Source: an optimization exercise on an open RTL-to-GDS flow (aim: small area, a short achievable clock period and few clock cycles per item). Production flows keep margins and buffers that such runs may drop.
Function was checked by simulation only, so behaviour that the tests miss may differ from the original.

Setup of the previous run:
Design sha256_core, start of the top module:
module sha256_core (
    input  wire         clk,
    input  wire         rst,
    input  wire         start,
    input  wire         init,
    input  wire [511:0] block,      
    output wire         ready,
    output reg          done,
    output wire [255:0] digest      
);
==> flow/config.mk <==
export PLATFORM = sky130hd
export DESIGN_NAME = sha256_core
export DESIGN_NICKNAME = sha256_core
export VERILOG_FILES = /design/flow/design.v
export SDC_FILE = /design/flow/constraint.sdc
export NUM_CORES = 4
export LEC_CHECK = 0
export CAP_MARGIN = 20
export CORE_MARGIN = 2
export CORE_UTILIZATION = 40
export SLEW_MARGIN = 20
==> flow/constraint.sdc <==
create_clock -name core_clock -period 12.0 [get_ports {clk}]
set_input_delay 2.4000 -clock core_clock [delete_from_list [all_inputs] [get_ports {clk}]]
set_output_delay 2.4000 -clock core_clock [all_outputs]
set_load 0.01 [all_outputs]
standard.sh (not shown) runs the stock make flow with config.mk's settings and CLKGATE_MAP_FILE= SYNTH_SCRIPT=/design/flow/synth_recipe.tcl, a recipe that flattens the netlist after the stock synthesis.
==> flow/flow/run.sh <==
#!/bin/bash
# Layout: the standard flow (standard.sh, unchanged synthesis, floorplan, power grid
# and tap cells), with two changes to how the layout is optimised:
#   - the port buffers are the platform's smallest buffer (buf_1) instead of
#     clkdlybuf4s50_1;
#   - the timing repair aims at a larger setup slack than the clock period needs, and
#     only on the worst path (TNS_END_PERCENT 0).
# The clock period and the constraints are the standard flow's own (constraint.sdc is not touched).
set -euo pipefail
export SETUP_SLACK_MARGIN="${FLOW_SETUP_MARGIN:-8}"
export TNS_END_PERCENT=0
export BUFFER_PORTS_ARGS="-buffer_cell sky130_fd_sc_hd__buf_1"
bash standard.sh finish > standard_make.log 2>&1
Testbench counts of the previous run, summed over its fixed seeds: cycles 131,136, blocks 2,048.
Modified inputs, the current run compared to the previous run
--- a/flow/design.v
+++ b/flow/design.v
@@ -18,28 +18,24 @@
     endfunction
     function automatic [31:0] maj3(input [31:0] x, input [31:0] y, input [31:0] z);
         maj3 = (x & y) | (x & z) | (y & z);
     endfunction
     reg         run;       
     reg         pend;      
     reg         init_r;    
     reg  [5:0]  t;         
     reg  [31:0] H [0:7];
     reg  [31:0] a, b, c, d, e, f, g, p;
     reg  [31:0] w [0:15];
     reg         last, t60, t61, t62, t0, ready_r;
-    reg         w_ld, w_sh;    
-    reg         s_sh, s_shd, s_rnd, s_fin, s_hld, s_hl, s_iv;
-    wire        last_nx = (t_nx == 6'd63);
-    wire        init_nx = (ready_r && start) ? init : init_r;
     reg  [5:0]  t_nx;
     reg         run_nx, pend_nx;
     always @* begin
         pend_nx = pend;
         if (ready_r && start) pend_nx = 1'b1;
         run_nx  = run;
         t_nx    = t;
         if (last) begin
             if (pend) begin
                 run_nx  = 1'b1;
                 pend_nx = 1'b0;
                 t_nx    = 6'd0;
@@ -123,56 +119,56 @@
     wire [31:0] xp_c = maj3(h_n, k_r, w[0]) << 1;
     wire [31:0] p_n;
     add_small u_add_p (.a(xp_s), .b(xp_c), .ci(1'b0), .y(p_n));
     wire [31:0] ha_op = t60 ? H[4] : t61 ? H[3] : t62 ? H[2] : H[1];
     wire [31:0] he_op = t60 ? H[0] : t61 ? H[7] : t62 ? H[6] : last ? H[5] : H[4];
     wire [31:0] ha, he;
     add_small u_add_ha (.a(ha_op), .b(a), .ci(1'b0), .y(ha));
     add_small u_add_he (.a(he_op), .b(t0 ? ~H[0] : e), .ci(t0), .y(he));
     wire [31:0] iv0 = IV[255:224], iv1 = IV[223:192], iv2 = IV[191:160], iv3 = IV[159:128];
     wire [31:0] iv4 = IV[127:96],  iv5 = IV[95:64],   iv6 = IV[63:32];
     integer i;
     always @(posedge clk) begin
-        for (i = 0; i < 15; i = i + 1)
-            w[i] <= ({32{w_ld}} & block[511 - 32*i -: 32]) | ({32{w_sh}} & w[i + 1]);
-        w[15] <= ({32{w_ld}} & block[31:0]) | ({32{w_sh}} & wn);
+        for (i = 0; i < 15; i = i + 1) w[i] <= ready ? block[511 - 32*i -: 32] : w[i + 1];
+        w[15] <= ready ? block[31:0] : wn;
         p <= p_n;
-        a <= ({32{s_rnd}} & a_rnd) | ({32{s_hld}} & H[0]) | ({32{s_iv}} & iv0);
-        b <= ({32{s_sh}} & a) | ({32{s_fin}} & ha) | ({32{s_hld}} & H[1]) | ({32{s_iv}} & iv1);
-        c <= ({32{s_sh}} & b) | ({32{s_hl}} & H[2]) | ({32{s_iv}} & iv2);
-        d <= ({32{s_shd}} & c) | ({32{t62}} & H[4]) | ({32{s_hl}} & H[3]) | ({32{s_iv}} & iv3);
-        e <= ({32{s_rnd}} & e_rnd) | ({32{s_hld}} & H[4]) | ({32{s_iv}} & iv4);
-        f <= ({32{s_sh}} & e) | ({32{s_fin}} & he) | ({32{s_hld}} & H[5]) | ({32{s_iv}} & iv5);
-        g <= ({32{s_sh}} & f) | ({32{s_hl}} & H[6]) | ({32{s_iv}} & iv6);
+        if (run && !last) begin
+            a <= a_rnd;
+            b <= a;
+            c <= b;
+            d <= t62 ? H[4] : c;
+            e <= e_rnd;
+            f <= e;
+            g <= f;
+        end else begin
+            a <= init_r ? iv0 : run ? a_rnd : H[0];
+            b <= init_r ? iv1 : run ? ha    : H[1];
+            c <= init_r ? iv2 : H[2];
+            d <= init_r ? iv3 : H[3];
+            e <= init_r ? iv4 : run ? e_rnd : H[4];
+            f <= init_r ? iv5 : run ? he    : H[5];
+            g <= init_r ? iv6 : H[6];
+        end
         run     <= !rst && run_nx;
         pend    <= !rst && pend_nx;
         t       <= rst ? 6'd63 : t_nx;
         k_r     <= k_n;    
         rst_r   <= rst;
         last    <= rst || t_nx == 6'd63;
         t60     <= !rst && t_nx == 6'd60;
         t61     <= !rst && t_nx == 6'd61;
         t62     <= !rst && t_nx == 6'd62;
         t0      <= !rst && t_nx == 6'd0;
         ready_r <= rst || (!pend_nx && (!run_nx || t_nx == 6'd62));
-        w_ld    <= rst || (!pend_nx && (!run_nx || t_nx == 6'd62));
-        w_sh    <= !rst && !(!pend_nx && (!run_nx || t_nx == 6'd62));
         if (ready_r && start) init_r <= init;
-        s_sh  <= !rst && run_nx && !last_nx;
-        s_shd <= !rst && run_nx && !last_nx && t_nx != 6'd62;
-        s_rnd <= !rst && run_nx && !(last_nx && init_nx);
-        s_fin <= !rst && run_nx && last_nx && !init_nx;
-        s_hld <= !rst && !run_nx && !init_nx;
-        s_hl  <= !rst && last_nx && !init_nx;
-        s_iv  <= !rst && last_nx && init_nx;
         done    <= !rst && run && last;
         if (rst_r) begin
             for (i = 0; i < 8; i = i + 1) H[i] <= IV[255 - 32*i -: 32];
         end else begin
             if (run) begin
                 if (t0) begin
                     if (init_r) begin
                         for (i = 0; i < 8; i = i + 1) H[i] <= IV[255 - 32*i -: 32];
                         H[4] <= IV4_MINUS_IV0;
                     end else begin
                         H[4] <= he;
                     end
Findings:
The current run reports a lower share of synthesized area occupied by flip-flops and latches than the previous run does. The cell count after placement of the current run exceeds that of the previous run by 303. Of the two candidates, the previous run has the better via count and the current run the worse one. The global-route layer with the greatest usage comes out met2 in one run and met1 in the other, namely in the previous run and the current run respectively. Compared to the previous run, the current run has global-route track usage on met2 3.5 points lower. The current run has area after synthesis above what the previous run had.
Testbench counts of the current run, summed over its fixed seeds: cycles 131,136, blocks 2,048.

Another version of the RTL of sha256_core (not shown whole).
Size in the first run: about 5800 cells after synthesis, about 770 I/O pins, roughly 56000 sq um of cells after synthesis.
clock: 12.0 ns
lec_check: 0
cap_margin: 20
core_margin: 2
core_utilization: 40
slew_margin: 20
Scripts as last shown in full above: flow/flow/run.sh
Testbench counts at the start, summed over its fixed seeds: cycles 131,136, blocks 2,048.
==> next run, changes <==
--- a/flow/design.v
+++ b/flow/design.v
@@ -94,20 +94,21 @@
             6'd61: k_n = 32'hbef9a3f7;  default: k_n = 32'hc67178f2;
         endcase
     end
     wire [31:0] s1  = rotr(e, 6) ^ rotr(e, 11) ^ rotr(e, 25);
     wire [31:0] ch  = (e & f) | (~e & g);
     wire [31:0] s0  = rotr(a, 2) ^ rotr(a, 13) ^ rotr(a, 22);
     wire [31:0] mj  = maj3(a, b, c);
-    wire [31:0] xa_s = p ^ ch ^ mj;
-    wire [31:0] xa_c = maj3(p, ch, mj) << 1;
-    wire [31:0] ya_s = xa_s ^ xa_c ^ s1;
-    wire [31:0] ya_c = maj3(xa_s, xa_c, s1) << 1;
-    wire [31:0] za_s = ya_s ^ ya_c ^ s0;
-    wire [31:0] za_c = maj3(ya_s, ya_c, s0) << 1;
+    wire [31:0] u1   = ch ^ mj;
+    wire [31:0] u    = u1 ^ (s1 ^ s0);
+    wire [31:0] q_ci = ((u1 & s1) | (~u1 & ch)) << 1;    
+    wire [31:0] q_s  = u ^ q_ci;
+    wire [31:0] q_c  = ((u & q_ci) | (~u & s0)) << 1;    
+    wire [31:0] za_s = q_s ^ q_c ^ p;
+    wire [31:0] za_c = maj3(q_s, q_c, p) << 1;
     wire [31:0] a_rnd;
     add_fast u_add_a (.a(za_s), .b(za_c), .y(a_rnd));
     wire [31:0] xe_s = p ^ d ^ ch;
     wire [31:0] xe_c = maj3(p, d, ch) << 1;
     wire [31:0] ye_s = xe_s ^ xe_c ^ s1;
     wire [31:0] ye_c = maj3(xe_s, xe_c, s1) << 1;
     wire [31:0] e_rnd;
The new run passed the timing, DRC and antenna checks.
Sequential share of layout area is lower by 0.41 points.
Routed wire length goes down by 2.0%.
Hold slack gets worse by 0.019 ns.
Die area hardly moves.
Area after synthesis is about the same.
First-iteration DRC count goes down by 4.3%.
Worst setup slack improved by 0.072 ns.
Final area went up by 1.3%.
Global-route usage decreases by 0.90 points.
Via count is higher by 0.78%.
Non-clock buffer count is higher by 32.
Cell count rises by 0.48%.
Sequential cell count stays the same.
Testbench counts after the change, summed over its fixed seeds: cycles 131,136, blocks 2,048.

[static timing again, ports no longer ideal]
In the flow no input, the clock included, has a driving cell. The finished layouts below were timed again as built, in two steps.
Step 1 sets driving cells, clkbuf_16 on the clock port and buf_2 on the other inputs (assumed; they add their load-dependent delay and slew).
Step 2 moves the port delays by t, midway between the first and last clock arrival at a register: inputs arrive t later, outputs are due t later. That takes back most of the time a late clock gives input paths.
a / b / c = ideal ports / drivers / drivers and shift; a / b = the first two.
run	t (ns)	setup WS [ns]	worst slew at a driven data input, ns
the previous run	0.837	6.742 / 6.742 / 6.742	0.15
the current run	0.830	7.317 / 7.317 / 7.317	0.11
the first run of note 2	0.853	7.350 / 7.350 / 7.350	0.16
the second run of note 2	0.859	7.423 / 7.423 / 7.423	0.13
After both steps setup and hold are still met in every run listed.
